This is an optimization exercise on Yosys and OpenROAD, whose aim is small area, not a production implementation. The RTL was checked by simulation tests, not by an equivalence proof against the original design. Power figures rest on the tool's default switching activity, not on a simulated workload.

==> flow/design.v <==
module sd_rca #(
    parameter W = 8
) (
    input  wire [W-1:0] a,
    input  wire [W-1:0] b,
    input  wire         ci,
    output wire [W-1:0] s,
    output wire         co
);
    wire [W:0] c;
    assign c[0] = ci;
    genvar i;
    generate
        for (i = 0; i < W; i = i + 1) begin : g_bit
            assign s[i]   = a[i] ^ b[i] ^ c[i];
            assign c[i+1] = (a[i] & b[i]) | (c[i] & (a[i] ^ b[i]));
        end
    endgenerate
    assign co = c[W];
endmodule
module sd_inc #(
    parameter W = 8
) (
    input  wire [W-1:0] a,
    input  wire         ci,
    output wire [W-1:0] s,
    output wire         co
);
    wire [W:0] c;
    assign c[0] = ci;
    genvar i;
    generate
        for (i = 0; i < W; i = i + 1) begin : g_bit
            assign s[i]   = a[i] ^ c[i];
            assign c[i+1] = a[i] & c[i];
        end
    endgenerate
    assign co = c[W];
endmodule
module sd_cla48 (
    input  wire [47:0] a,
    input  wire [47:0] b,
    input  wire        ci,
    output wire [47:0] s
);
    wire [47:0] p = a ^ b;
    wire [47:0] g = a & b;
    wire [12:0] bc;
    wire [47:0] c;
    assign bc[0] = ci;
    genvar j, i;
    generate
        for (j = 0; j < 12; j = j + 1) begin : g_blk
            wire [3:0] pp = p[4*j+3:4*j];
            wire [3:0] gg = g[4*j+3:4*j];
            wire bp = &pp;
            wire bg = gg[3] | (pp[3] & gg[2]) | (pp[3] & pp[2] & gg[1]) |
                      (pp[3] & pp[2] & pp[1] & gg[0]);
            assign bc[j+1] = bg | (bp & bc[j]);
            assign c[4*j] = bc[j];
            for (i = 0; i < 3; i = i + 1) begin : g_in
                assign c[4*j+i+1] = gg[i] | (pp[i] & c[4*j+i]);
            end
        end
    endgenerate
    assign s = p ^ c;
endmodule
module sd_mdiv (
    input  wire        clk,
    input  wire        clr,
    input  wire [6:0]  ival,      
    input  wire [8:0]  mval,      
    input  wire [2:0]  nmul,      
    input  wire        ld,        
    input  wire [5:0]  dig,
    input  wire        go,        
    output wire        last,      
    output reg  [24:0] q,
    output reg         neg
);
    localparam S_INIT = 3'd0, S_MUL = 3'd1, S_IDLE = 3'd2, S_DIV = 3'd3, S_FIN = 3'd4;
    reg [2:0]  st;
    reg [4:0]  cnt;
    reg [2:0]  mcnt;
    reg [47:0] rem;
    reg [46:0] dv;
    wire [3:0] mtop = mval[8] ? 4'd7 : mval[7] ? 4'd6 : mval[6] ? 4'd5 :
                      mval[5] ? 4'd4 : mval[4] ? 4'd3 : mval[3] ? 4'd2 : 4'd1;
    wire       mbit = mval[cnt[3:0]];
    wire       ild  = (st == S_INIT);
    wire       mul  = (st == S_MUL);
    wire       dvs  = (st == S_DIV) | go;
    wire       zr   = ~|rem;
    wire       sub  = dvs & ~rem[47] & (~neg | ~zr);
    wire       bon  = mul ? mbit : ~sub;       
    wire [47:0] bop = {sub, {47{bon}} & dv | {47{sub}} & ~dv};
    wire [47:0] alu;
    sd_cla48 u_alu (.a({rem[46:0], 1'b0}), .b(bop), .ci(sub), .s(alu));
    wire [5:0] idig = (cnt[2:0] == 3'd0) ? ival[5:0] :
                      (cnt[2:0] == 3'd1) ? {5'd0, ival[6]} : 6'd0;
    wire [47:0] rem_n = (ld | ild) ? {ild ? idig : dig, rem[47:6]} : alu;
    assign last = (st == S_FIN);
    always @(posedge clk) begin
        rem <= rem_n;
        q   <= {q[23:0], neg ? (rem[47] | zr) : ~rem[47]};
        if (ld) neg <= dig[5];
        if (clr) begin
            st   <= S_INIT;
            cnt  <= 5'd0;
            mcnt <= 3'd0;
        end else begin
            case (st)
                S_INIT: begin
                    cnt <= cnt + 5'd1;
                    if (cnt[2:0] == 3'd7) begin
                        dv  <= rem_n[46:0];
                        st  <= S_MUL;
                        cnt <= {1'b0, mtop};
                    end
                end
                S_MUL: begin
                    cnt <= cnt - 5'd1;
                    if (cnt == 5'd0) begin
                        dv   <= alu[46:0];
                        mcnt <= mcnt + 3'd1;
                        cnt  <= {1'b0, mtop};
                        if (mcnt + 3'd1 == nmul) st <= S_IDLE;
                    end
                end
                S_IDLE: begin
                    if (go) begin
                        st  <= S_DIV;
                        cnt <= 5'd23;
                    end
                end
                S_DIV: begin
                    cnt <= cnt - 5'd1;
                    if (cnt == 5'd0) st <= S_FIN;
                end
                default: st <= S_IDLE;
            endcase
        end
    end
endmodule
module sd_fdiv (
    input  wire        clk,
    input  wire        clr,
    input  wire [5:0]  fr,
    input  wire        ld,        
    input  wire [1:0]  dig,
    input  wire        sgn,       
    input  wire        go,        
    output wire        last,      
    output reg  [15:0] q,
    output reg         neg
);
    localparam S_INIT = 2'd0, S_MUL = 2'd1, S_IDLE = 2'd2, S_DIV = 2'd3;
    reg [1:0]  st;
    reg [3:0]  cnt;
    reg        mcnt;
    reg [16:0] rem;
    reg [15:0] dv;
    wire [2:0] mtop = fr[5] ? 3'd4 : fr[4] ? 3'd3 : fr[3] ? 3'd2 : 3'd1;
    wire       mbit = fr[cnt[2:0]];
    wire        ild  = (st == S_INIT);
    wire        mul  = (st == S_MUL);
    wire        sub  = ~mul & ~neg;
    wire [16:0] rem2 = {rem[15:0], 1'b0};
    wire [16:0] alu;
    wire        co;
    sd_rca #(.W(17)) u_alu (.a(rem2), .b({1'b0, dv} ^ {17{sub}}), .ci(sub), .s(alu), .co(co));
    wire        acc  = mul ? mbit : neg ? (alu[16] | ~|alu) : co;
    wire [1:0]  idig = (cnt[2:0] == 3'd0) ? fr[1:0] : (cnt[2:0] == 3'd1) ? fr[3:2] :
                       (cnt[2:0] == 3'd2) ? fr[5:4] : 2'd0;
    wire [16:0] rem_n = (ld | ild) ? {~ild & sgn, ild ? idig : dig, rem[15:2]} :
                        acc ? alu : rem2;
    assign last = (st == S_DIV) & (cnt == 4'd0);
    always @(posedge clk) begin
        rem <= rem_n;
        q   <= {q[14:0], acc};
        if (ld) neg <= sgn;
        if (clr) begin
            st   <= S_INIT;
            cnt  <= 4'd0;
            mcnt <= 1'b0;
        end else begin
            case (st)
                S_INIT: begin
                    cnt <= cnt + 4'd1;
                    if (cnt[2:0] == 3'd7) begin
                        dv  <= rem_n[15:0];
                        st  <= S_MUL;
                        cnt <= {1'b0, mtop};
                    end
                end
                S_MUL: begin
                    cnt <= cnt - 4'd1;
                    if (cnt == 4'd0) begin
                        dv   <= rem_n[15:0];
                        mcnt <= 1'b1;
                        cnt  <= {1'b0, mtop};
                        if (mcnt) st <= S_IDLE;
                    end
                end
                S_IDLE: begin
                    if (go) begin
                        st  <= S_DIV;
                        cnt <= 4'd14;
                    end
                end
                default: begin
                    cnt <= cnt - 4'd1;
                    if (cnt == 4'd0) st <= S_IDLE;
                end
            endcase
        end
    end
endmodule
module sd_channel (
    input  wire        clk,
    input  wire        rst,             
    input  wire        en,              
    input  wire [2:0]  cfg_order,       
    input  wire [8:0]  cfg_decim,       
    input  wire [6:0]  cfg_len,         
    input  wire        cfg_fen,         
    input  wire [5:0]  cfg_fr,          
    input  wire [3:0]  cfg_fcnt,        
    input  wire [15:0] cfg_fast_hi,     
    input  wire [15:0] cfg_fast_lo,     
    input  wire        sd_valid,        
    input  wire        sd_bit,
    input  wire        clr_stuck,       
    input  wire        clr_fast_trip,   
    output reg         res_valid,
    output wire [31:0] res_value,       
    output wire [7:0]  res_qual,        
    output reg  [15:0] res_count,       
    output reg         fast_valid,
    output wire [15:0] fast_value,      
    output reg         stat_stuck,
    output reg         stat_fast_trip
);
    wire clr  = rst | ~en;
    wire fclr = clr | ~cfg_fen;
    wire take = en & sd_valid & ~rst;
    reg  [2:0] ph;
    wire [2:0] ph_n;
    sd_inc #(.W(3)) u_ph (.a(ph), .ci(1'b1), .s(ph_n), .co());
    always @(posedge clk) ph <= ph_n;
    wire ph0 = (ph == 3'd0);
    wire ph1 = (ph == 3'd1);
    wire ph7 = (ph == 3'd7);
    reg        xnew;           
    reg        fst;            
    reg [6:0]  run;            
    reg [10:0] sc;             
    wire        same     = ~fst & (sd_bit == xnew);
    wire        run_sat  = &run;
    wire [6:0]  run_inc;
    sd_inc #(.W(7)) u_run (.a(run), .ci(~run_sat), .s(run_inc), .co());
    wire [6:0]  run_n    = same ? run_inc : 7'd0;
    wire        stuck_n  = &run_n;
    wire        stuck_end = ~fst & ~same & run_sat;
    wire        sc_sat   = &sc;
    wire [10:0] sc_inc;
    sd_inc #(.W(11)) u_sc (.a(sc), .ci(~sc_sat), .s(sc_inc), .co());
    wire [10:0] sc_n     = (fst | stuck_end) ? 11'd1 : sc_inc;
    wire [10:0] kr_a = cfg_order[2] ? {cfg_decim, 2'b00} :
                       cfg_order[1] ? {1'b0, cfg_decim, 1'b0} : 11'd0;
    wire [10:0] kr_b = cfg_order[0] ? {2'b00, cfg_decim} : 11'd0;
    wire [10:0] kr, need;
    sd_rca #(.W(11)) u_kr   (.a(kr_a), .b(kr_b), .ci(1'b0), .s(kr), .co());
    sd_rca #(.W(11)) u_need (.a(kr), .b({4'd0, cfg_len}), .ci(1'b0), .s(need), .co());
    wire        sc_ge;
    sd_rca #(.W(11)) u_scmp (.a(sc_n), .b(~need), .ci(1'b1), .s(), .co(sc_ge));
    wire        settling_n = ~sc_ge;
    always @(posedge clk) begin
        if (take) begin
            xnew <= sd_bit;
            run  <= run_n;
        end
        if (clr)       fst <= 1'b1;
        else if (take) fst <= 1'b0;
        if (take) sc <= sc_n;
    end
    reg  [8:0] dcnt;           
    reg  [5:0] fdcnt;          
    reg  [1:0] fidx;           
    reg  [6:0] nbl;            
    wire [8:0] dcnt_inc;
    wire [5:0] fdcnt_inc;
    wire [6:0] nbl_dec;
    sd_inc #(.W(9)) u_dcnt  (.a(dcnt), .ci(1'b1), .s(dcnt_inc), .co());
    sd_inc #(.W(6)) u_fdcnt (.a(fdcnt), .ci(1'b1), .s(fdcnt_inc), .co());
    sd_rca #(.W(7)) u_nbl   (.a(nbl), .b(7'h7F), .ci(1'b0), .s(nbl_dec), .co());
    wire       wend  = (dcnt_inc == cfg_decim);
    wire       fwend = (fdcnt_inc == cfg_fr);
    wire       nbl_z = ~|nbl;
    reg pend;                  
    reg p_we, p_ws, p_fwe, p_fws, p_old;    
    reg upd;                   
    reg cw, ws, fcw, fws;      
    reg wq_settle, wq_stuck;   
    reg fwq_cmp;               
    reg xr;                    
    always @(posedge clk) begin
        if (clr) begin
            dcnt <= 9'd0;
            nbl  <= cfg_len;
            pend <= 1'b0;
            upd  <= 1'b0;
        end else begin
            if (take) begin
                dcnt <= wend ? 9'd0 : dcnt_inc;
                if (~nbl_z) nbl <= nbl_dec;
            end
            if (take) pend <= 1'b1;
            else if (ph7) pend <= 1'b0;
            if (ph7) upd <= pend;
        end
        if (take) begin
            p_we  <= wend;
            p_ws  <= ~|dcnt;
            p_fwe <= fwend & cfg_fen;
            p_fws <= ~|fdcnt;
            p_old <= nbl_z;
        end
        if (ph7) begin
            cw  <= p_we;
            ws  <= pend & p_ws;
            fcw <= p_fwe;
            fws <= pend & p_fws;
        end
        if (take & wend) begin
            wq_settle <= settling_n;
            wq_stuck  <= stuck_n;
        end
        if (ph0) xr <= xnew;
    end
    always @(posedge clk) begin
        if (fclr) begin
            fdcnt <= 6'd0;
            fidx  <= 2'd0;
        end else if (take) begin
            fdcnt <= fwend ? 6'd0 : fdcnt_inc;
            if (fwend) begin
                fwq_cmp <= fidx[1] & ~stuck_n;
                fidx    <= {fidx[1] | fidx[0], ~fidx[1] & ~fidx[0]};
            end
        end
    end
    reg zf, zc, fzf, fzc;
    always @(posedge clk) begin
        if (clr) zf <= 1'b1; else if (ph7 & zc) zf <= 1'b0;
        zc <= clr ? 1'b0 : ph7 ? 1'b1 : zc;
        if (fclr) fzf <= 1'b1; else if (ph7 & fzc) fzf <= 1'b0;
        fzc <= fclr ? 1'b0 : ph7 ? 1'b1 : fzc;
    end
    reg [63:0] hr;
    reg        hc;             
    reg        xo;             
    reg [7:0]  bsum;           
    wire [5:0] old_idx = cfg_len[5:0] - 6'd1;
    wire [7:0] hn      = upd ? {hr[6:0], ph0 ? xnew : hc} : hr[7:0];
    always @(posedge clk) begin
        hr <= {hn, hr[63:8]};
        hc <= hr[7];
        if (upd && ph == old_idx[5:3]) xo <= hn[old_idx[2:0]];
    end
    wire       bchg   = ~p_old | (xnew ^ xo);
    wire       btwo   = p_old;
    wire [7:0] bdelta = ~bchg ? 8'd0 : xnew ? {6'd0, btwo, ~btwo} : {6'h3F, 1'b1, ~btwo};
    wire [7:0] bsum_a;
    sd_rca #(.W(8)) u_bsum (.a(bsum), .b(bdelta), .ci(1'b0), .s(bsum_a), .co());
    wire [7:0] bsum_n = (cfg_len == 7'd0) ? {{7{~xnew}}, 1'b1} : bsum_a;
    always @(posedge clk) begin
        if (clr) bsum <= 8'd0;
        else if (upd & ph0) bsum <= bsum_n;
    end
    reg [47:0] ir1, ir2, ir3, ir4, ir5;
    reg [47:0] cr2, cr3, cr4, cr5;
    reg [5:1]  icy;            
    reg [5:2]  cby;            
    wire [5:0] bdig = ph0 ? bsum_n[5:0] : ph1 ? {{4{bsum[7]}}, bsum[7:6]} : {6{bsum[7]}};
    wire k1  = ~cfg_order[2] & ~cfg_order[1];                    
    wire kle2 = ~cfg_order[2] & ~(cfg_order[1] & cfg_order[0]);   
    wire kle3 = ~cfg_order[2];                                    
    wire kle4 = ~(cfg_order[2] & cfg_order[0]);                   
    wire m1 = zf | kle4;
    wire m2 = zf | kle3;
    wire m3 = zf | kle2;
    wire m4 = zf | k1;
    wire m5 = zf | ws;
    wire n2 = zf | k1;
    wire n3 = zf | kle2;
    wire n4 = zf | kle3;
    wire n5 = zf | kle4;
    wire [5:0] io1 = ir1[5:0] & {6{~m1}};
    wire [5:0] io2 = ir2[5:0] & {6{~m2}};
    wire [5:0] io3 = ir3[5:0] & {6{~m3}};
    wire [5:0] io4 = ir4[5:0] & {6{~m4}};
    wire [5:0] io5 = ir5[5:0] & {6{~m5}};
    wire [5:0] cn2 = cr2[5:0] | {6{n2}};    
    wire [5:0] cn3 = cr3[5:0] | {6{n3}};
    wire [5:0] cn4 = cr4[5:0] | {6{n4}};
    wire [5:0] cn5 = cr5[5:0] | {6{n5}};
    wire [5:0] s1, s2, s3, s4, s5;
    wire [5:1] ic;
    sd_rca #(.W(6)) u_i1 (.a(io1), .b(bdig & {6{upd}}), .ci(icy[1] & ~ph0), .s(s1), .co(ic[1]));
    sd_rca #(.W(6)) u_i2 (.a(io2), .b(s1 & {6{upd}}),   .ci(icy[2] & ~ph0), .s(s2), .co(ic[2]));
    sd_rca #(.W(6)) u_i3 (.a(io3), .b(s2 & {6{upd}}),   .ci(icy[3] & ~ph0), .s(s3), .co(ic[3]));
    sd_rca #(.W(6)) u_i4 (.a(io4), .b(s3 & {6{upd}}),   .ci(icy[4] & ~ph0), .s(s4), .co(ic[4]));
    sd_rca #(.W(6)) u_i5 (.a(io5), .b(s4 & {6{upd}}),   .ci(icy[5] & ~ph0), .s(s5), .co(ic[5]));
    wire [5:0] c2, c3, c4, c5;
    wire [5:2] cc;
    sd_rca #(.W(6)) u_c2 (.a(s5), .b(cn2), .ci(cby[2] | ph0), .s(c2), .co(cc[2]));
    sd_rca #(.W(6)) u_c3 (.a(c2), .b(cn3), .ci(cby[3] | ph0), .s(c3), .co(cc[3]));
    sd_rca #(.W(6)) u_c4 (.a(c3), .b(cn4), .ci(cby[4] | ph0), .s(c4), .co(cc[4]));
    sd_rca #(.W(6)) u_c5 (.a(c4), .b(cn5), .ci(cby[5] | ph0), .s(c5), .co(cc[5]));
    wire cwu = cw & upd;
    always @(posedge clk) begin
        ir1 <= {s1, ir1[47:6]};
        ir2 <= {s2, ir2[47:6]};
        ir3 <= {s3, ir3[47:6]};
        ir4 <= {s4, ir4[47:6]};
        ir5 <= {s5, ir5[47:6]};
        cr2 <= {cwu ? ~s5 : cn2, cr2[47:6]};
        cr3 <= {cwu ? ~c2 : cn3, cr3[47:6]};
        cr4 <= {cwu ? ~c3 : cn4, cr4[47:6]};
        cr5 <= {cwu ? ~c4 : cn5, cr5[47:6]};
        icy <= ic;
        cby <= cc;
    end
    wire        m_last;
    wire [24:0] m_q;
    wire        m_neg;
    reg         m_go;
    always @(posedge clk) m_go <= cwu & ph7 & ~clr;
    sd_mdiv u_mdiv (
        .clk(clk), .clr(clr),
        .ival({cfg_len[6:1], cfg_len[0] | ~|cfg_len}), .mval(cfg_decim), .nmul(cfg_order),
        .ld(cwu), .dig(c5), .go(m_go),
        .last(m_last), .q(m_q), .neg(m_neg)
    );
    wire [23:0] rv_lo;
    wire        rv_co;
    sd_inc #(.W(24)) u_rv (.a(m_q[24:1] ^ {24{m_neg}}), .ci(m_q[0] ^ m_neg), .s(rv_lo), .co(rv_co));
    assign res_value = {{7{m_neg & ~rv_co}}, rv_co ^ m_neg, rv_lo};
    reg q_settle, q_stuck;
    assign res_qual = {1'b0, q_stuck, 3'b000, q_settle, 1'b0, q_settle | q_stuck};
    wire [15:0] rc_inc;
    sd_inc #(.W(16)) u_rc (.a(res_count), .ci(1'b1), .s(rc_inc), .co());
    always @(posedge clk) begin
        if (ph7 & pend & p_we) begin      
            q_settle <= wq_settle;
            q_stuck  <= wq_stuck;
        end
        if (rst) begin
            res_valid <= 1'b0;
            res_count <= 16'd0;
        end else begin
            res_valid <= m_last & ~clr;
            if (m_last & ~clr) res_count <= rc_inc;
        end
    end
    reg [15:0] fi1, fi2, fi3, fd2, fd3;
    reg [3:1]  ficy;
    reg [3:2]  fdcy;
    wire [1:0] xdig = ph0 ? {~xnew, 1'b1} : {2{~xr}};
    wire [1:0] fio1 = fi1[1:0] & {2{~fzf}};
    wire [1:0] fio2 = fi2[1:0] & {2{~fzf}};
    wire [1:0] fio3 = fi3[1:0] & {2{~(fzf | fws)}};
    wire [1:0] fdn2 = fd2[1:0] | {2{fzf}};    
    wire [1:0] fdn3 = fd3[1:0] | {2{fzf}};
    wire [1:0] fs1, fs2, fs3, fc2, fc3;
    wire [3:1] fic;
    wire [3:2] fcc;
    sd_rca #(.W(2)) u_fi1 (.a(fio1), .b(xdig & {2{upd}}), .ci(ficy[1] & ~ph0), .s(fs1), .co(fic[1]));
    sd_rca #(.W(2)) u_fi2 (.a(fio2), .b(fs1 & {2{upd}}),  .ci(ficy[2] & ~ph0), .s(fs2), .co(fic[2]));
    sd_rca #(.W(2)) u_fi3 (.a(fio3), .b(fs2 & {2{upd}}),  .ci(ficy[3] & ~ph0), .s(fs3), .co(fic[3]));
    sd_rca #(.W(2)) u_fc2 (.a(fs3),  .b(fdn2), .ci(fdcy[2] | ph0), .s(fc2), .co(fcc[2]));
    sd_rca #(.W(2)) u_fc3 (.a(fc2),  .b(fdn3), .ci(fdcy[3] | ph0), .s(fc3), .co(fcc[3]));
    wire fcwu = fcw & upd;
    always @(posedge clk) begin
        fi1 <= {fs1, fi1[15:2]};
        fi2 <= {fs2, fi2[15:2]};
        fi3 <= {fs3, fi3[15:2]};
        fd2 <= {fcwu ? ~fs3 : fdn2, fd2[15:2]};
        fd3 <= {fcwu ? ~fc2 : fdn3, fd3[15:2]};
        ficy <= fic;
        fdcy <= fcc;
    end
    reg fz;
    always @(posedge clk) fz <= (ph0 | fz) & ~|fc3;
    wire f_sgn = fc3[1] & ~(fz & ~fc3[0] & xr);
    wire        f_last;
    wire [15:0] f_q;
    wire        f_neg;
    reg         f_go;
    always @(posedge clk) f_go <= fcwu & ph7 & ~fclr;
    sd_fdiv u_fdiv (
        .clk(clk), .clr(fclr), .fr(cfg_fr),
        .ld(fcwu), .dig(fc3), .sgn(f_sgn), .go(f_go),
        .last(f_last), .q(f_q), .neg(f_neg)
    );
    wire [14:0] fv_lo;
    wire        fv_co;
    sd_inc #(.W(15)) u_fv (.a(f_q[15:1] ^ {15{f_neg}}), .ci(f_q[0] ^ f_neg), .s(fv_lo), .co(fv_co));
    assign fast_value = (~f_neg & fv_co) ? 16'h7FFF : {fv_co ^ f_neg, fv_lo};
    wire gt_hi, lt_lo;
    sd_rca #(.W(16)) u_ghi (.a({~fast_value[15], fast_value[14:0]}), .b({cfg_fast_hi[15], ~cfg_fast_hi[14:0]}),
                            .ci(1'b0), .s(), .co(gt_hi));
    sd_rca #(.W(16)) u_llo (.a({~cfg_fast_lo[15], cfg_fast_lo[14:0]}), .b({fast_value[15], ~fast_value[14:0]}),
                            .ci(1'b0), .s(), .co(lt_lo));
    wire beyond = gt_hi | lt_lo;
    reg  [3:0] tcnt;           
    wire [3:0] tcnt_i;
    sd_inc #(.W(4)) u_tc (.a(tcnt), .ci(~tcnt[3]), .s(tcnt_i), .co());
    wire [3:0] tcnt_n = (fwq_cmp & beyond) ? tcnt_i : 4'd0;
    wire       t_ge;
    sd_rca #(.W(4)) u_tcmp (.a(tcnt_n), .b(~cfg_fcnt), .ci(1'b1), .s(), .co(t_ge));
    wire       trips  = (|tcnt_n) & t_ge;
    always @(posedge clk) begin
        if (fclr) tcnt <= 4'd0;
        else if (fast_valid) tcnt <= tcnt_n;
        if (rst) fast_valid <= 1'b0;
        else     fast_valid <= f_last & ~fclr;
    end
    always @(posedge clk) begin
        if (rst) begin
            stat_stuck     <= 1'b0;
            stat_fast_trip <= 1'b0;
        end else begin
            stat_stuck     <= (stat_stuck & ~clr_stuck) | (take & stuck_n);
            stat_fast_trip <= (stat_fast_trip & ~clr_fast_trip) | (fast_valid & trips);
        end
    end
endmodule
==> flow/run.sh <==
#!/bin/bash
# synth_recipe.tcl (not shown) runs the flow's synth.tcl, then flattens the netlist and writes it again
# the make line also repeats each setting of config.mk as NAME=value (left out here)
make -C /OpenROAD-flow-scripts/flow DESIGN_CONFIG=/design/flow/config.mk WORK_HOME=/design/flow/orfs CLKGATE_MAP_FILE= SYNTH_SCRIPT=/design/flow/synth_recipe.tcl finish
==> flow/config.mk <==
export PLATFORM = sky130hd
export DESIGN_NAME = sd_channel
export DESIGN_NICKNAME = sd_channel
export VERILOG_FILES = /design/flow/design.v
export SDC_FILE = /design/flow/constraint.sdc
export NUM_CORES = 4
export LEC_CHECK = 0
export CAP_MARGIN = 0
export CORE_MARGIN = 2
export CORE_UTILIZATION = 40
export CTS_BUF_LIST = sky130_fd_sc_hd__clkbuf_4 sky130_fd_sc_hd__clkbuf_8
export SLEW_MARGIN = 0
==> flow/constraint.sdc <==
create_clock -name core_clock -period 12.0 [get_ports {clk}]
set_input_delay 2.4000 -clock core_clock [delete_from_list [all_inputs] [get_ports {clk}]]
set_output_delay 2.4000 -clock core_clock [all_outputs]
set_load 0.01 [all_outputs]
==> results of run 1 <==
## layout by cell type (no fill, tap or decap), types with 54 or more instances in the layout
cell type	count
dfxtp_1	775
clkdlybuf4s50_1	139
ha_1	203
a21oi_1	147
fa_1	134
nand2_1	278
edfxtp_1	107
nor2_1	181
xor2_1	67
and2_1	54
o21ai_0	179
inv_1	204
clkbuf_8	171
## logic make-up (layout without fill, tap and decap cells)
| family | after synthesis | count (layout) |
|---|---|---|
| buffers and inverters | 324 | 636 |
| AOI/OAI and AO/OA | 466 | 466 |
| and+or+nand+nor | 723 | 723 |
| adders and majority gates | 337 | 337 |
| DFF | 883 | 883 |
| muxes | 43 | 43 |
| other | 1 | 8 |
| xor gates and xnor gates | 114 | 114 |
## power by group through the flow
stage | Sequential, mW | Clock [mW] | Combinational, mW
finish | 3.06 | 2.83 | 0.387
global route | 3.07 | 3.06 | 0.445
CTS | 3.06 | 2.91 | 0.391
detailed placement | 3.13 | 0 | 0.387
global placement | 3.13 | 0 | 0.384
floorplan | 3.11 | 0 | 0.262
## critical path, delay by kind of cell
| kind | cells | cell delay (ns) |
|---|---|---|
| adders and majority gates | 15 | 6.79 |
| AOI/OAI and AO/OA | 2 | 0.19 |
| and+or+nand+nor | 9 | 1.51 |
| buffers and inverters | 4 | 0.65 |
## synth_stat cells, types with 6 or more instances
cell type	number
a211oi_1	11
a21o_1	23
a21oi_1	149
a31oi_1	6
and2_1	54
and3_1	9
buf_1	12
buf_2	16
buf_4	15
clkbuf_1	74
dfxtp_1	776
edfxtp_1	107
fa_1	134
ha_1	203
inv_1	204
mux2_2	26
mux2i_1	13
nand2_1	278
nand2b_1	37
nand3_1	33
nand4_1	19
nor2_1	184
nor2b_1	19
nor3_1	29
nor3b_1	7
nor4_1	21
o21a_1	40
o21ai_0	180
o22ai_1	6
o31ai_1	7
or2_2	8
or3_1	12
xnor2_1	47
xor2_1	67
## flip-flops by register name (all words and copies together), names as in the netlist, 25 cells and up
register / cells
ir3: 48
cr4: 48
cr3: 48
ir4: 48
cr2: 48
hr: 64
ir1: 48
ir2: 48
u_mdiv.q: 25
ir5: 48
u_mdiv.dv: 47
cr5: 48
u_mdiv.rem: 48
## area by class of cell
class / count / area [sq um] / share of cell area (%)
Antenna cell: 3 / 7.51 / 0.0194
Clock buffer: 220 / 2720 / 7.05
Clock inverter: 37 / 523 / 1.35
Inverter: 207 / 777 / 2.01
Multi-Input combinational cell: 1688 / 12900 / 33.3
Sequential cell: 883 / 18700 / 48.5
Tap cell: 1070 / 1340 / 3.47
Timing Repair Buffer: 172 / 1640 / 4.24
## through the flow
| step | hold WS [ns] | setup slack (ns) | instance area [sq um] | power [mW] |
|---|---|---|---|---|
| after floorplan | 0.310 | 1.19 | 32900 | 3.37 |
| after global placement | 0.310 | 0.372 | 35400 | 3.51 |
| after detailed placement | 0.312 | 0.258 | 35400 | 3.51 |
| after CTS | 0.297 | 1.13 | 38600 | 6.37 |
| after global routing | 0.309 | 0.530 | 38600 | 6.57 |
| final | 0.297 | 1.07 | 38600 | 6.28 |
## per-layer routing
metal  up-vias  track usage (%)  part of all wire [%]
met4         0             5.16                   1.8
met3        87             3.63                   4.8
li1      10000                -                     -
met5         -                0                     0
met1      9458             22.1                    49
met2       377             23.7                    44
## final timing paths
path | start | end | slack [ns] | cells past startpoint
max reg2reg | u_fdiv.neg$_DFFE_PP_ | u_fdiv.dv[15]$_DFFE_PP_ | 2.28 | 28
min reg2reg | ir1[15]$_DFF_P_ | ir1[9]$_DFF_P_ | 0.30 | 0
max | cfg_len[1] | u_mdiv.rem[47]$_DFF_P_ | 1.07 | 30
min | ir1[15]$_DFF_P_ | ir1[9]$_DFF_P_ | 0.30 | 0
==> flow_summary.ini, run 1 <==
[synthesis]
yosysWarnings = 3
synth_xor_area_share_pct = 3.04
yosysTopAreaCell = dfxtp_1
synth_compound_area_share_pct = 8.34
ys_ff_latch = 883
yosysSeqAreaShare_pct = 57.1
synthTopCellsByArea = dfxtp_1 47%, edfxtp_1 9.8%, fa_1 8.2%
muxShareOfSynthArea_pct = 1.57
synth_area_per_cell_sq_um = 11.4
yosys.area_share.adder_pct = 15.9
ys.flop_type = dfxtp_1
synth_top_family_by_area = adder cells
synth_edf_count = 107
async_reset_ff_share_pct = 0
post_synth_and_or_nand_nor_area_fraction_pct = 10.2
yosysUniqueCellTypes = 72
syn_area_sq_um = 32900
yosys.area.top_type_share_pct = 47.3
synthCells = 2891

[detailed_routing]
drc = 0
first_iter_violations = 1071
first_pass_iters = 5
detail_route.wl_per_cell_um = 15.1
via_count = 20000
wirelength_mm = 64.6
ant_nets = 0
vias_per_cell = 4.66

[cts]
clk_pin_slew_ns = 0.06
cts_buffers = 143
cts.path.max_buffers = 3
cts_hold_buf = 0
cts_tree = done
htree_levels = 4
clk_latency_ns = 0.82
cts_resized = 0
post_cts_buffers = 0
cts.sinks = 883
clock_tree.root_cell = clkbuf_8

[sta]
period_minus_slack_ns = 10.93
hold_viol = 0
rsz0062_at_grt = false
fmax_ghz = 0.0915
slew_headroom_pct = 29.8
tns_ns = 0
slew_violations = 0
fin_skew_ns = 0.0577
post-route-period-util_pct = 91.1
worst_slew_pin_slew_ns = 1.05
setup_viol = 0

[power_and_ir_drop]
combPwrFrac_pct = 6.2
ir_drop_mv = 0.0896
p_sw_share_pct = 23.2
p_leak_nw = 16.3
clkPwrFrac_pct = 45.1
cellPowerDensity_nw_per_um2 = 163
p_int_mw = 4.82
seq_power_share_pct = 48.8
switching_power_mw = 1.46

[place]
place_congestion = 0.825
dpl.hpwl_mm = 44.5
dp.cells = 4020
portBuffers = 139

[cells_and_area]
nFillCells = 7433
nets = 3501
drive_above_1_share_pct = 10.9
fin_util_pct = 47.3
instances_no_fill = 4280
syn_to_final_growth_pct = 17.5

[job]
maxCapViolations = 0

[floorplan]
initial_core_util_pct = 40.2
die_w_um = 291
dieHeight_um = 291
pin_count = 145
core-area_sq_um = 81700
die-area_sq_um = 84500
row_count = 105

[critical_path]
cpMaxStageDelayCell = fa_1
crit_arrival_ns = 11.59
cp-start-kind = primary input
required_ns = 12.66
crit_top_cell = fa_1
critPathMaxFanout = 3
path_class = primary input to flip-flop
cp-end-kind = flip-flop
slowest_delay_ns = 0.57

[global_route]
grtUsageTotal_pct = 15.7
first_global_vias = 20100
grt_start_max_net_pins = 84
overflow = 0
grt_pass1_wl_mm = 106
antenna_found_initial = 3

[min_path]
hold_path_class = flip-flop to flip-flop

[run_status]
status = finished clean
==> inputs of run 2 (changes only) <==
==> flow/config.mk (replaced) <==
export PLATFORM = sky130hd
export DESIGN_NAME = sd_channel
export DESIGN_NICKNAME = sd_channel
export VERILOG_FILES = /design/flow/design.v
export SDC_FILE = /design/flow/constraint.sdc
export NUM_CORES = 4
export LEC_CHECK = 0
export CAP_MARGIN = 20
export CORE_MARGIN = 2
export CORE_UTILIZATION = 40
export SLEW_MARGIN = 20
==> run 2 against run 1 <==
Still clean on timing, DRC and antenna. Via count fell by 1.3%. Core utilization down 0.13 points. Clock power rose by 1%. Synthesized cell count did not move. Count of clock-buffer cells in the layout shrank 98. Largest power group unchanged.
==> flow_summary.ini, run 2 <==
[floorplan]
die-area_sq_um = 84500
pin_count = 145
dieHeight_um = 291
initial_core_util_pct = 40.2
die_w_um = 291
core-area_sq_um = 81700
row_count = 105

[sta]
slew_violations = 0
fmax_ghz = 0.0902
rsz0062_at_grt = false
period_minus_slack_ns = 11.09
fin_skew_ns = 0.0387
post-route-period-util_pct = 92.4
tns_ns = 0
holdWs_ns = 0.299
hold_viol = 0
slew_headroom_pct = 30.0
worst_slew_pin_slew_ns = 1.05
setup_viol = 0

[run_status]
status = finished clean

[place]
dpl.hpwl_mm = 44.5
dpl-instance-area_sq_um = 35400
place_congestion = 0.825
portBuffers = 139

[synthesis]
yosysTopAreaCell = dfxtp_1
yosysWarnings = 3
syn_area_sq_um = 32900
synth_compound_area_share_pct = 8.34
yosysUniqueCellTypes = 72
muxShareOfSynthArea_pct = 1.57
yosys.area_share.adder_pct = 15.9
yosysMostFrequentCell = dfxtp_1
ys.flop_type = dfxtp_1
synth_xor_area_share_pct = 3.04
synth_edf_count = 107
async_reset_ff_share_pct = 0
synthCells = 2891
post_synth_and_or_nand_nor_area_fraction_pct = 10.2
synthTopCellsByArea = dfxtp_1 47%, edfxtp_1 9.8%, fa_1 8.2%
synth_common_cells = 776 x dfxtp_1, 278 x nand2_1, 204 x inv_1, 203 x ha_1, 184 x nor2_1
yosysSeqAreaShare_pct = 57.1
ys_ff_latch = 883
yosys.area.top_type_share_pct = 47.3
synth_area_per_cell_sq_um = 11.4
synth_top_family_by_area = adder cells

[critical_path]
cpMaxStageDelayCell = fa_1
crit_buf_inv = 4
critPathMaxFanout = 3
slowest_delay_ns = 0.58
cp-end-kind = flip-flop
path_class = primary input to flip-flop
crit_arrival_ns = 11.61
r2r_start = u_fdiv.neg$_DFFE_PP_
cp-start-kind = primary input
required_ns = 12.52
r2r_slack_ns = 2.30
worstReg2RegEnd = u_fdiv.dv[15]$_DFFE_PP_
critPathTopFamily = adder cells
reg2reg_depth = 28
crit_top_cell = fa_1

[detailed_routing]
wirelength_mm = 64.2
first_pass_iters = 5
vias_per_cell = 4.71
via_count = 19700
ant_nets = 0
drc = 0
detail_route.wl_per_cell_um = 15.3
first_iter_violations = 1104

[power_and_ir_drop]
cellPowerDensity_nw_per_um2 = 164
p_leak_nw = 16.1
ir_drop_mv = 0.124
finalPower_mw = 6.32

[cells_and_area]
final_area_sq_um = 38500
drive_above_1_share_pct = 7.81
layout_common_cells = 775 x dfxtp_1, 278 x nand2_1, 204 x inv_1
nets = 3446
largest_reg_flops = 64
nFillCells = 7421
syn_to_final_growth_pct = 17.2
final_common_cell = dfxtp_1
regMostFlops = hr

[job]
maxCapViolations = 0

[cts]
cts.sinks = 883
cts.path.max_buffers = 3
cts_tree = done
cts_hold_buf = 0
htree_levels = 3
post_cts_buffers = 0
clk_pin_slew_ns = 0.07
clk_latency_ns = 0.65
clock_tree.root_cell = clkbuf_16
cts_buffers = 88
cts_resized = 0

[global_route]
grt_start_max_net_pins = 84
first_global_vias = 19500
grtUsageTotal_pct = 15.4
overflow = 0
grt_pass1_wl_mm = 105
antenna_found_initial = 1

[min_path]
worstHoldEndpoint = fi1[8]$_DFF_P_
hold_path_class = flip-flop to flip-flop
hold_path_depth = 0
holdCritStartpoint = fi1[10]$_DFF_P_
[run 2: cell counts after synthesis]
No cell type changed its count.
[run 2: worst max-delay path by stage]
stage / from / to / depth (start not counted) / slack, ns
floorplan: cfg_len[0] / u_mdiv.rem[47]$_DFF_P_ / 31 / 1.19
global placement: cfg_len[0] / u_mdiv.rem[47]$_DFF_P_ / 30 / 0.37
detailed placement: cfg_len[1] / u_mdiv.rem[47]$_DFF_P_ / 30 / 0.26
CTS: cfg_len[0] / u_mdiv.rem[47]$_DFF_P_ / 30 / 0.93
global route: cfg_len[0] / u_mdiv.rem[47]$_DFF_P_ / 36 / 0.36
finish: cfg_len[1] / u_mdiv.rem[47]$_DFF_P_ / 30 / 0.91
[run 2: metrics by stage]
step	setup slack [ns]	utilization, %	std cells
2_1_floorplan	1.19	-	2895
3_3_place_gp	0.372	43.3	4020
3_5_place_dp	0.258	43.3	4020
4_1_cts	0.926	47.1	4183
5_1_grt	0.360	47.1	4184
6_report	0.909	47.1	4184
[run 2: routing by layer]
metal / vias up / wire, um / global-route usage [%]
met4: 0 / 1200 / 4.55
met2: 355 / 28000 / 23.7
met5: - / 0 / 0
met3: 85 / 3000 / 2.58
met1: 9363 / 31900 / 22.2
li1: 9898 / - / -
[run 2: kinds of logic after synthesis]
family          after synthesis
simple gates                723
mux                          43
other cells                   1
buf+inv                     324
fa+ha+maj                   337
flops                       883
xor+xnor                    114
compound gates              466
[run 2: cell type report]
class	count	area (sq um)	area share (%)
Antenna cell	1	2.50	0.00650
Clock inverter	41	557	1.45
Tap cell	1070	1340	3.48
Inverter	207	777	2.02
Sequential cell	883	18700	48.7
Timing Repair Buffer	172	1640	4.26
Clock buffer	122	2590	6.71
Multi-Input combinational cell	1688	12900	33.4
[run 2: report_power, final]
part / switching, mW / internal, mW
Combinational: 0.207 / 0.180
Sequential: 0.0349 / 3.03
Clock: 1.18 / 1.69
==> inputs of run 3 (changes only) <==
--- a/flow/design.v
+++ b/flow/design.v
@@ -75,7 +75,8 @@
     input  wire [5:0]  dig,
     input  wire        go,        
     output wire        last,      
-    output reg  [24:0] q,
+    output wire        pre,       
+    output reg  [24:0] q,         
     output reg         neg
 );
     localparam S_INIT = 3'd0, S_MUL = 3'd1, S_IDLE = 3'd2, S_DIV = 3'd3, S_FIN = 3'd4;
@@ -100,9 +101,10 @@
                       (cnt[2:0] == 3'd1) ? {5'd0, ival[6]} : 6'd0;
     wire [47:0] rem_n = (ld | ild) ? {ild ? idig : dig, rem[47:6]} : alu;
     assign last = (st == S_FIN);
+    assign pre  = (st == S_DIV) & (cnt == 5'd7);
     always @(posedge clk) begin
         rem <= rem_n;
-        q   <= {q[23:0], neg ? (rem[47] | zr) : ~rem[47]};
+        q   <= {q[23:0], ~(rem[47] | (neg & zr))};    
         if (ld) neg <= dig[5];
         if (clr) begin
             st   <= S_INIT;
@@ -151,7 +153,7 @@
     input  wire        sgn,       
     input  wire        go,        
     output wire        last,      
-    output reg  [15:0] q,
+    output reg  [15:0] q,         
     output reg         neg
 );
     localparam S_INIT = 2'd0, S_MUL = 2'd1, S_IDLE = 2'd2, S_DIV = 2'd3;
@@ -177,7 +179,7 @@
     assign last = (st == S_DIV) & (cnt == 4'd0);
     always @(posedge clk) begin
         rem <= rem_n;
-        q   <= {q[14:0], acc};
+        q   <= {q[14:0], acc ^ neg};
         if (ld) neg <= sgn;
         if (clr) begin
             st   <= S_INIT;
@@ -235,7 +237,7 @@
     output reg         res_valid,
     output wire [31:0] res_value,       
     output wire [7:0]  res_qual,        
-    output reg  [15:0] res_count,       
+    output wire [15:0] res_count,       
     output reg         fast_valid,
     output wire [15:0] fast_value,      
     output reg         stat_stuck,
@@ -432,7 +434,7 @@
         icy <= ic;
         cby <= cc;
     end
-    wire        m_last;
+    wire        m_last, m_pre;
     wire [24:0] m_q;
     wire        m_neg;
     reg         m_go;
@@ -441,28 +443,39 @@
         .clk(clk), .clr(clr),
         .ival({cfg_len[6:1], cfg_len[0] | ~|cfg_len}), .mval(cfg_decim), .nmul(cfg_order),
         .ld(cwu), .dig(c5), .go(m_go),
-        .last(m_last), .q(m_q), .neg(m_neg)
+        .last(m_last), .pre(m_pre), .q(m_q), .neg(m_neg)
     );
     wire [23:0] rv_lo;
     wire        rv_co;
-    sd_inc #(.W(24)) u_rv (.a(m_q[24:1] ^ {24{m_neg}}), .ci(m_q[0] ^ m_neg), .s(rv_lo), .co(rv_co));
+    sd_inc #(.W(24)) u_rv (.a(m_q[24:1]), .ci(m_q[0]), .s(rv_lo), .co(rv_co));
     assign res_value = {{7{m_neg & ~rv_co}}, rv_co ^ m_neg, rv_lo};
     reg q_settle, q_stuck;
     assign res_qual = {1'b0, q_stuck, 3'b000, q_settle, 1'b0, q_settle | q_stuck};
-    wire [15:0] rc_inc;
-    sd_inc #(.W(16)) u_rc (.a(res_count), .ci(1'b1), .s(rc_inc), .co());
+    reg  [15:0] rcr;
+    reg         rcy;           
+    reg         ri;            
+    reg         rcz, rcc;      
+    wire        ph2  = (ph == 3'd2);
+    wire [1:0]  rch  = rcr[1:0] & {2{~rcz}};
+    wire        rcin = ri & (ph2 | rcy);
+    wire [1:0]  rcs;
+    wire        rco;
+    sd_inc #(.W(2)) u_rc (.a(rch), .ci(rcin), .s(rcs), .co(rco));
+    assign res_count = rcr;
+    always @(posedge clk) begin
+        rcr <= {rcs, rcr[15:2]};
+        rcy <= rco;
+        ri  <= m_pre ? 1'b1 : ph1 ? 1'b0 : ri;
+        if (rst) rcz <= 1'b1; else if (ph1 & rcc) rcz <= 1'b0;
+        rcc <= rst ? 1'b0 : ph1 ? 1'b1 : rcc;
+    end
     always @(posedge clk) begin
         if (ph7 & pend & p_we) begin      
             q_settle <= wq_settle;
             q_stuck  <= wq_stuck;
         end
-        if (rst) begin
-            res_valid <= 1'b0;
-            res_count <= 16'd0;
-        end else begin
-            res_valid <= m_last & ~clr;
-            if (m_last & ~clr) res_count <= rc_inc;
-        end
+        if (rst) res_valid <= 1'b0;
+        else     res_valid <= m_last & ~clr;
     end
     reg [15:0] fi1, fi2, fi3, fd2, fd3;
     reg [3:1]  ficy;
@@ -506,7 +519,7 @@
     );
     wire [14:0] fv_lo;
     wire        fv_co;
-    sd_inc #(.W(15)) u_fv (.a(f_q[15:1] ^ {15{f_neg}}), .ci(f_q[0] ^ f_neg), .s(fv_lo), .co(fv_co));
+    sd_inc #(.W(15)) u_fv (.a(f_q[15:1]), .ci(f_q[0]), .s(fv_lo), .co(fv_co));
     assign fast_value = (~f_neg & fv_co) ? 16'h7FFF : {fv_co ^ f_neg, fv_lo};
     wire gt_hi, lt_lo;
     sd_rca #(.W(16)) u_ghi (.a({~fast_value[15], fast_value[14:0]}), .b({cfg_fast_hi[15], ~cfg_fast_hi[14:0]}),
--- a/flow/config.mk
+++ b/flow/config.mk
@@ -8,4 +8,5 @@
 export CAP_MARGIN = 20
 export CORE_MARGIN = 2
 export CORE_UTILIZATION = 40
+export CTS_CLUSTER_SIZE = 22
 export SLEW_MARGIN = 20
==> run 3 against run 2 <==
First-iteration DRC count grew 2.7%. Design area shrank 2.5%. Global-route usage up 0.70 points. Maximum frequency shrank 0.47%. Non-clock buffer count is 1 lower. Clock skew decreased by 0.021 ns. Register-to-register slack got worse by 0.25 ns. Count of clock-buffer cells in the layout is 11 lower. Critical path depth rose by 6.
==> flow_summary.ini, run 3 <==
[floorplan]
die-area_sq_um = 82500
pin_count = 145
row_count = 103
core-area_sq_um = 79100
initial_core_util_pct = 40.5
dieHeight_um = 287
die_w_um = 287

[global_route]
grt_pass1_wl_mm = 106
antenna_found_initial = 0
grtUsageTotal_pct = 16.1
first_global_vias = 19700
grt_start_max_net_pins = 80
overflow = 0

[power_and_ir_drop]
p_int_mw = 4.80
combPwrFrac_pct = 5.8
p_leak_nw = 15.8
clkPwrFrac_pct = 44.8
cellPowerDensity_nw_per_um2 = 165
seq_power_share_pct = 49.4
switching_power_mw = 1.41
ir_drop_mv = 0.110
p_sw_share_pct = 22.7
finalPower_mw = 6.22

[synthesis]
yosysMostFrequentCell = dfxtp_1
synth_common_cells = 780 x dfxtp_1, 255 x nand2_1, 244 x inv_1, 199 x nor2_1, 193 x ha_1
ys.flop_type = dfxtp_1
synth_edf_count = 107
yosysSeqAreaShare_pct = 58.7
async_reset_ff_share_pct = 0
synthTopCellsByArea = dfxtp_1 49%, edfxtp_1 10%, fa_1 8.4%
yosys.area.top_type_share_pct = 48.7
yosysWarnings = 3
synth_area_per_cell_sq_um = 11.5
yosysUniqueCellTypes = 81
yosysTopAreaCell = dfxtp_1
ys_ff_latch = 887
synthCells = 2792
syn_area_sq_um = 32100

[min_path]
worstHoldEndpoint = cr3[14]$_DFF_P_
hold_path_depth = 0
holdCritStartpoint = cr3[20]$_DFF_P_
hold_path_class = flip-flop to flip-flop

[cts]
clock_tree.root_cell = clkbuf_16
post_cts_buffers = 0
cts.path.max_buffers = 3
clk_pin_slew_ns = 0.06
cts_tree = done
cts_resized = 0
cts_buffers = 86
htree_levels = 3
cts.sinks = 887
clk_latency_ns = 0.64
cts_hold_buf = 0

[critical_path]
r2r_start = ph[0]$_DFF_P_
r2r_slack_ns = 2.05
crit_arrival_ns = 11.70
slowest_delay_ns = 0.58
critPathTopFamily = adder cells
crit_buf_inv = 10
path_class = primary input to flip-flop
crit_top_cell = fa_1
cp-end-kind = flip-flop
critPathMaxFanout = 3
cpMaxStageDelayCell = fa_1
worstReg2RegEnd = u_mdiv.rem[47]$_DFF_P_
reg2reg_depth = 35
cp-start-kind = primary input
required_ns = 12.56

[detailed_routing]
wirelength_mm = 66.0
vias_per_cell = 4.73
via_count = 19300
first_pass_iters = 6
detail_route.wl_per_cell_um = 16.2
drc = 0
ant_nets = 0
first_iter_violations = 1134

[sta]
slew_violations = 0
fin_skew_ns = 0.0176
worst_slew_pin_slew_ns = 0.998
fmax_ghz = 0.0897
hold_viol = 0
tns_ns = 0
slew_headroom_pct = 32.8
post-route-period-util_pct = 92.9
rsz0062_at_grt = false
period_minus_slack_ns = 11.14
holdWs_ns = 0.311
setup_viol = 0

[cells_and_area]
instances_no_fill = 4071
layout_common_cells = 780 x dfxtp_1, 255 x nand2_1, 243 x inv_1
regMostFlops = hr
antenna_cells = 0
drive_above_1_share_pct = 8.61
nets = 3344
final_area_sq_um = 37600
largest_reg_flops = 64
syn_to_final_growth_pct = 17.1
final_common_cell = dfxtp_1

[run_status]
status = finished clean

[place]
dp.cells = 3910
dpl-instance-area_sq_um = 34500
dpl.hpwl_mm = 47.4
place_congestion = 0.854
portBuffers = 139

[job]
maxCapViolations = 0
## run 3: how the worst max path moves through the flow
| stage | from | to | cells after the start |
|---|---|---|---|
| floorplan | cfg_len[0] | u_mdiv.rem[47]$_DFF_P_ | 28 |
| global placement | cfg_len[3] | u_mdiv.rem[47]$_DFF_P_ | 35 |
| detailed placement | cfg_len[3] | u_mdiv.rem[47]$_DFF_P_ | 35 |
| CTS | cfg_len[3] | u_mdiv.rem[47]$_DFF_P_ | 35 |
| global route | cfg_len[3] | u_mdiv.rem[47]$_DFF_P_ | 35 |
| finish | cfg_len[0] | u_mdiv.rem[47]$_DFF_P_ | 36 |
## run 3: logic make-up (layout without fill, tap and decap cells)
logic type | count (synthesis) | in the layout | synth area share, %
buffers and inverters | 354 | 579 | 4.56
adders and majority gates | 327 | 327 | 15.9
DFF | 887 | 887 | 58.7
xor gates and xnor gates | 73 | 73 | 1.99
and+or+nand+nor | 710 | 710 | 10.2
other | 1 | 5 | 0.0117
muxes | 37 | 37 | 1.42
AOI/OAI and AO/OA | 403 | 403 | 7.23
## run 3: layout make-up
| class | count | area, sq um |
|---|---|---|
| Clock buffer | 111 | 2430 |
| Clock inverter | 50 | 581 |
| Fill cell | 7112 | 41600 |
| Inverter | 247 | 930 |
| Multi-Input combinational cell | 1555 | 11800 |
| Sequential cell | 887 | 18800 |
| Tap cell | 1050 | 1310 |
| Timing Repair Buffer | 171 | 1640 |
## run 3: routing by layer
layer	share of wire, %	wire [um]	vias up	GRT usage (%)
li1	-	-	9516	-
met1	47	31100	9290	22.2
met2	46	30300	361	25.9
met3	5.0	3300	96	2.73
met4	2.1	1360	0	4.99
met5	0	0	-	0
## run 3: metrics by stage
step | setup slack, ns | utilization (%)
after detailed placement | 0.178 | 43.7
after floorplan | 1.40 | -
after global routing | 0.325 | 47.5
final | 0.856 | 47.5
after CTS | 0.840 | 47.5
after global placement | 0.267 | 43.6
## run 3: power groups by stage
stage	combinational, mW	clock, mW	sequential [mW]
finish	0.362	2.78	3.07
global route	0.413	2.99	3.07
CTS	0.368	2.86	3.07
detailed placement	0.364	0	3.14
global placement	0.352	0	3.14
floorplan	0.237	0	3.12
==> inputs of run 4 (changes only) <==
--- a/flow/config.mk
+++ b/flow/config.mk
@@ -8,5 +8,5 @@
 export CAP_MARGIN = 20
 export CORE_MARGIN = 2
 export CORE_UTILIZATION = 40
-export CTS_CLUSTER_SIZE = 22
+export CTS_CLUSTER_SIZE = 28
 export SLEW_MARGIN = 20
==> run 4 against run 3 <==
Die area is the same. Sequential share of layout area is the same. Synthesized cell count is the same. Clock skew is the same. Area after synthesis is the same. Via count is the same. Worst hold slack is the same. Critical path type unchanged. Critical endpoint unchanged.
==> flow_summary.ini, run 4 <==
[cells_and_area]
final_area_sq_um = 37600
drive_above_1_share_pct = 8.61
antenna_cells = 0
syn_to_final_growth_pct = 17.1
regMostFlops = hr
nets = 3344
fin_util_pct = 47.5
largest_reg_flops = 64
layout_common_cells = 780 x dfxtp_1, 255 x nand2_1, 243 x inv_1
instances_no_fill = 4071
final_common_cell = dfxtp_1
nFillCells = 7112

[floorplan]
die_w_um = 287
core-area_sq_um = 79100
pin_count = 145
die-area_sq_um = 82500
row_count = 103
initial_core_util_pct = 40.5
dieHeight_um = 287

[critical_path]
cpMaxStageDelayCell = fa_1
crit_top_cell = fa_1
crit_start = cfg_len[0]
critPathMaxFanout = 3
cp-end-kind = flip-flop
r2r_start = ph[0]$_DFF_P_
slowest_delay_ns = 0.58
cp-start-kind = primary input
required_ns = 12.56
crit_arrival_ns = 11.70
path_class = primary input to flip-flop

[sta]
setup_viol = 0
fmax_ghz = 0.0897
slew_headroom_pct = 32.8
worst_slew_pin_slew_ns = 0.998
tns_ns = 0
post-route-period-util_pct = 92.9
rsz0062_at_grt = false
fin_skew_ns = 0.0176
hold_viol = 0
slew_violations = 0
period_minus_slack_ns = 11.14

[detailed_routing]
first_pass_iters = 6
ant_nets = 0
detail_route.wl_per_cell_um = 16.2
vias_per_cell = 4.73
first_iter_violations = 1134
wirelength_mm = 66.0
drc = 0
via_count = 19300

[synthesis]
syn_area_sq_um = 32100
yosysSeqAreaShare_pct = 58.7
yosysTopAreaCell = dfxtp_1
yosysWarnings = 3
synth_edf_count = 107
ys.flop_type = dfxtp_1
yosysMostFrequentCell = dfxtp_1
ys_ff_latch = 887
yosysUniqueCellTypes = 81
yosys.area.top_type_share_pct = 48.7
synth_area_per_cell_sq_um = 11.5
async_reset_ff_share_pct = 0
synthCells = 2792
synthTopCellsByArea = dfxtp_1 49%, edfxtp_1 10%, fa_1 8.4%
synth_common_cells = 780 x dfxtp_1, 255 x nand2_1, 244 x inv_1, 199 x nor2_1, 193 x ha_1

[global_route]
antenna_found_initial = 0
first_global_vias = 19700
overflow = 0
grt_pass1_wl_mm = 106
grt_start_max_net_pins = 80
grtUsageTotal_pct = 16.1

[min_path]
hold_path_class = flip-flop to flip-flop
holdCritStartpoint = cr3[20]$_DFF_P_

[power_and_ir_drop]
cellPowerDensity_nw_per_um2 = 165
p_leak_nw = 15.8
ir_drop_mv = 0.110

[cts]
cts_tree = done
cts.sinks = 887
clk_latency_ns = 0.64
cts_buffers = 86
post_cts_buffers = 0
clk_pin_slew_ns = 0.06
cts_resized = 0
cts.path.max_buffers = 3
clock_tree.root_cell = clkbuf_16
htree_levels = 3
cts_hold_buf = 0

[place]
dpl.hpwl_mm = 47.4
dp.cells = 3910
place_congestion = 0.854
dpl-instance-area_sq_um = 34500
portBuffers = 139

[run_status]
status = finished clean

[job]
maxCapViolations = 0
-- run 4: area by class of cell --
class	count	area [sq um]	area share, %
sequential	887	18800	50.1
clock buffer	111	2430	6.47
inverter	247	930	2.47
tap	1050	1310	3.50
timing repair buffer	171	1640	4.36
clock inverter	50	581	1.55
multi-input combinational	1555	11800	31.5
-- run 4: worst paths after layout --
path	slack [ns]	to	cells after the start
setup / recovery	0.86	u_mdiv.rem[47]$_DFF_P_	36
setup reg to reg	2.05	u_mdiv.rem[47]$_DFF_P_	35
hold / removal	0.31	cr3[14]$_DFF_P_	0
hold reg to reg	0.31	cr3[14]$_DFF_P_	0
-- run 4: cells by family (layout without fill, tap and decap cells) --
family                   count (synthesis)  in the layout  synth area share, %
flip-flops                             887            887                 58.7
AND/OR/NAND/NOR                        710            710                 10.2
AO/OA/AOI/OAI                          403            403                 7.23
buffers and inverters                  354            579                 4.56
adder cells (fa/ha/maj)                327            327                 15.9
XOR/XNOR                                73             73                 1.99
multiplexers                            37             37                 1.42
other                                    1              5               0.0117
-- run 4: metrics by stage --
stage               setup slack [ns]  hold slack [ns]  total power [mW]
finish                         0.856            0.311              6.22
global route                   0.325            0.304              6.47
global placement               0.267            0.310              3.49
floorplan                       1.40            0.310              3.36
detailed placement             0.178            0.312              3.50
CTS                            0.840            0.309              6.30
-- run 4: report_power, final --
group          internal (mW)  switching (mW)  total, mW
combinational          0.167           0.195      0.362
clock                   1.60            1.18       2.78
sequential              3.04          0.0333       3.07
-- run 4: layer usage --
layer | wire length (um) | GRT usage (%)
met3 | 3300 | 2.73
met5 | 0 | 0
met4 | 1360 | 4.99
met2 | 30300 | 25.9
met1 | 31100 | 22.2
-- run 4: critical path, delay by kind of cell --
family / cells / cell delay, ns
compound gates: 2 / 0.19
fa+ha+maj: 15 / 6.82
buf+inv: 10 / 1.27
simple gates: 9 / 1.01
==> inputs of run 5 (changes only) <==
--- a/flow/config.mk
+++ b/flow/config.mk
@@ -8,5 +8,4 @@
 export CAP_MARGIN = 20
 export CORE_MARGIN = 2
 export CORE_UTILIZATION = 40
-export CTS_CLUSTER_SIZE = 28
 export SLEW_MARGIN = 20
==> run 5 against run 4 <==
Clock skew stayed put. Non-clock buffer count stayed put. Worst hold slack stayed put. Critical endpoint unchanged. Clock power hardly changed. Final cell count stayed put. Still clean on timing, DRC and antenna. Design area stayed put. Count of clock-buffer cells in the layout stayed put. Global-route usage stayed put. Area after synthesis stayed put.
==> flow_summary.ini, run 5 <==
[synthesis]
synth_xor_area_share_pct = 1.99
synthTopCellsByArea = dfxtp_1 49%, edfxtp_1 10%, fa_1 8.4%
async_reset_ff_share_pct = 0
synth_top_family_by_area = adder cells
synth_common_cells = 780 x dfxtp_1, 255 x nand2_1, 244 x inv_1, 199 x nor2_1, 193 x ha_1
yosysMostFrequentCell = dfxtp_1
yosysTopAreaCell = dfxtp_1
synthCells = 2792
yosysSeqAreaShare_pct = 58.7
muxShareOfSynthArea_pct = 1.42
synth_edf_count = 107
yosysWarnings = 3
synth_area_per_cell_sq_um = 11.5
synth_compound_area_share_pct = 7.23
yosysUniqueCellTypes = 81
syn_area_sq_um = 32100
ys_ff_latch = 887
yosys.area.top_type_share_pct = 48.7
ys.flop_type = dfxtp_1
yosys.area_share.adder_pct = 15.9
post_synth_and_or_nand_nor_area_fraction_pct = 10.2

[run_status]
status = finished clean

[job]
maxCapViolations = 0

[global_route]
busiest_layer = met2
grt_use_met3_pct = 2.73
met2_usage_pct = 25.9
grt_use_met1_pct = 22.2
antenna_found_initial = 0
first_global_vias = 19700
grt_pass1_wl_mm = 106
grtUsageTotal_pct = 16.1
overflow = 0
grt_start_max_net_pins = 80

[sta]
setup_viol = 0
holdWs_ns = 0.311
fmax_ghz = 0.0897
period_minus_slack_ns = 11.14
slew_headroom_pct = 32.8
worst_slew_pin_slew_ns = 0.998
fin_skew_ns = 0.0176
slew_violations = 0
post-route-period-util_pct = 92.9
hold_viol = 0
rsz0062_at_grt = false
tns_ns = 0

[critical_path]
slowest_delay_ns = 0.58
r2r_slack_ns = 2.05
required_ns = 12.56
path_depth = 36
cp-start-kind = primary input
worstReg2RegEnd = u_mdiv.rem[47]$_DFF_P_
crit_start = cfg_len[0]
crit_buf_inv = 10
critPathMaxFanout = 3
crit_top_cell = fa_1
cpMaxStageDelayCell = fa_1
worstSetupEndpoint = u_mdiv.rem[47]$_DFF_P_
critPathTopFamily = adder cells
path_class = primary input to flip-flop
r2r_start = ph[0]$_DFF_P_
cp-end-kind = flip-flop
crit_arrival_ns = 11.70
reg2reg_depth = 35

[cts]
post_cts_buffers = 0
cts_hold_buf = 0
htree_levels = 3
clock_tree.root_cell = clkbuf_16
clk_pin_slew_ns = 0.06
clk_latency_ns = 0.64
cts_tree = done
cts.path.max_buffers = 3
cts.sinks = 887
cts_buffers = 86
cts_resized = 0

[detailed_routing]
detail_route.wl_per_cell_um = 16.2
drc = 0
ant_nets = 0
via_count = 19300
vias_per_cell = 4.73
wirelength_mm = 66.0
first_iter_violations = 1134
first_pass_iters = 6

[cells_and_area]
instances_no_fill = 4071
drive_above_1_share_pct = 8.61
syn_to_final_growth_pct = 17.1
final_common_cell = dfxtp_1
layout_common_cells = 780 x dfxtp_1, 255 x nand2_1, 243 x inv_1
fin_util_pct = 47.5
antenna_cells = 0
nFillCells = 7112
largest_reg_flops = 64
regMostFlops = hr
nets = 3344

[floorplan]
dieHeight_um = 287
initial_core_util_pct = 40.5
die_w_um = 287
pin_count = 145
die-area_sq_um = 82500
row_count = 103
core-area_sq_um = 79100

[place]
dp.cells = 3910
portBuffers = 139
place_congestion = 0.854
dpl.hpwl_mm = 47.4

[power_and_ir_drop]
cellPowerDensity_nw_per_um2 = 165
ir_drop_mv = 0.110
p_leak_nw = 15.8

[min_path]
hold_path_class = flip-flop to flip-flop
[run 5: cell counts after synthesis]
No cell type changed its count.
[run 5: area by class of cell]
type / instances / area, sq um / share of cell area [%]
inverters: 247 / 930 / 2.47
well taps: 1050 / 1310 / 3.50
flip-flops and latches: 887 / 18800 / 50.1
repair buffers: 171 / 1640 / 4.36
clock buffers: 111 / 2430 / 6.47
clock inverters: 50 / 581 / 1.55
multi-input cells: 1555 / 11800 / 31.5
[run 5: worst min-delay path by stage]
stage / depth (start not counted) / endpoint / from
5_1_grt: 0 / cr3[26]$_DFF_P_ / cr3[32]$_DFF_P_
4_1_cts: 0 / cr3[26]$_DFF_P_ / cr3[32]$_DFF_P_
6_report: 0 / cr3[14]$_DFF_P_ / cr3[20]$_DFF_P_
3_3_place_gp: 0 / ir4[22]$_DFF_P_ / ir4[28]$_DFF_P_
3_5_place_dp: 0 / cr2[13]$_DFF_P_ / cr2[19]$_DFF_P_
2_1_floorplan: 0 / cr2[0]$_DFF_P_ / cr2[6]$_DFF_P_
[run 5: cell families after synthesis]
| family | count (synthesis) |
|---|---|
| flops | 887 |
| simple gates | 710 |
| xor+xnor | 73 |
| other cells | 1 |
| compound gates | 403 |
| buf+inv | 354 |
| fa+ha+maj | 327 |
| mux | 37 |
[run 5: through the flow]
step | power (mW) | setup WS [ns] | cell area, sq um
global placement | 3.49 | 0.267 | 34500
global route | 6.47 | 0.325 | 37600
finish | 6.22 | 0.856 | 37600
floorplan | 3.36 | 1.40 | 32100
CTS | 6.30 | 0.840 | 37600
detailed placement | 3.50 | 0.178 | 34500
[run 5: where the power goes]
part,internal (mW),switching (mW),leakage [nW]
logic,0.167,0.195,7.05
registers,3.04,0.0333,7.31
clock network,1.60,1.18,1.48
total,4.80,1.41,15.8
[run 5: metal layers]
| metal | vias up | share of wire, % |
|---|---|---|
| li1 | 9516 | - |
| met1 | 9290 | 47 |
| met2 | 361 | 46 |
| met3 | 96 | 5.0 |
| met4 | 0 | 2.1 |
| met5 | - | 0 |
[run 5: worst register-to-register path, delay by kind of cell, from the launching register on]
family | cells | cell delay, ns
adders and majority gates | 15 | 6.88
DFF | 1 | 0.39
and+or+nand+nor | 8 | 1.25
AOI/OAI and AO/OA | 2 | 0.19
buffers and inverters | 10 | 1.16

-- port drivers added, routing unchanged --
Ports are ideal in the flow. The routed layouts listed here were re-timed in OpenROAD.
Step 1, drivers: a clkbuf_16 drives clk and a buf_2 each remaining input, both assumed.
Step 2 moves the port delays by t, midway between the first and last clock arrival at a register: inputs arrive t later, outputs are due t later. That takes back most of the time a late clock gives input paths.
Three values: ideal ports, drivers, drivers and shift; two values: the first two.
| run | shift t [ns] | setup WS [ns] | hold WS [ns] | clock arrival spread, ns |
|---|---|---|---|---|
| run 1 | 0.844 | 1.068 / 1.094 / 0.250 | 0.297 / 0.297 / 0.297 | 0.077 / 0.076 |
| run 2 | 0.696 | 0.909 / 0.938 / 0.243 | 0.299 / 0.299 / 0.299 | 0.052 / 0.051 |
| run 3 | 0.689 | 0.856 / 0.881 / 0.192 | 0.311 / 0.311 / 0.311 | 0.022 / 0.022 |
| run 4 | 0.689 | 0.856 / 0.881 / 0.192 | 0.311 / 0.311 / 0.311 | 0.022 / 0.022 |
| run 5 | 0.689 | 0.856 / 0.881 / 0.192 | 0.311 / 0.311 / 0.311 | 0.022 / 0.022 |
After both steps every run listed still meets setup and hold. The setup slack of run 1, which loses most, moves by +0.026 ns with the drivers and by -0.818 ns with both steps.
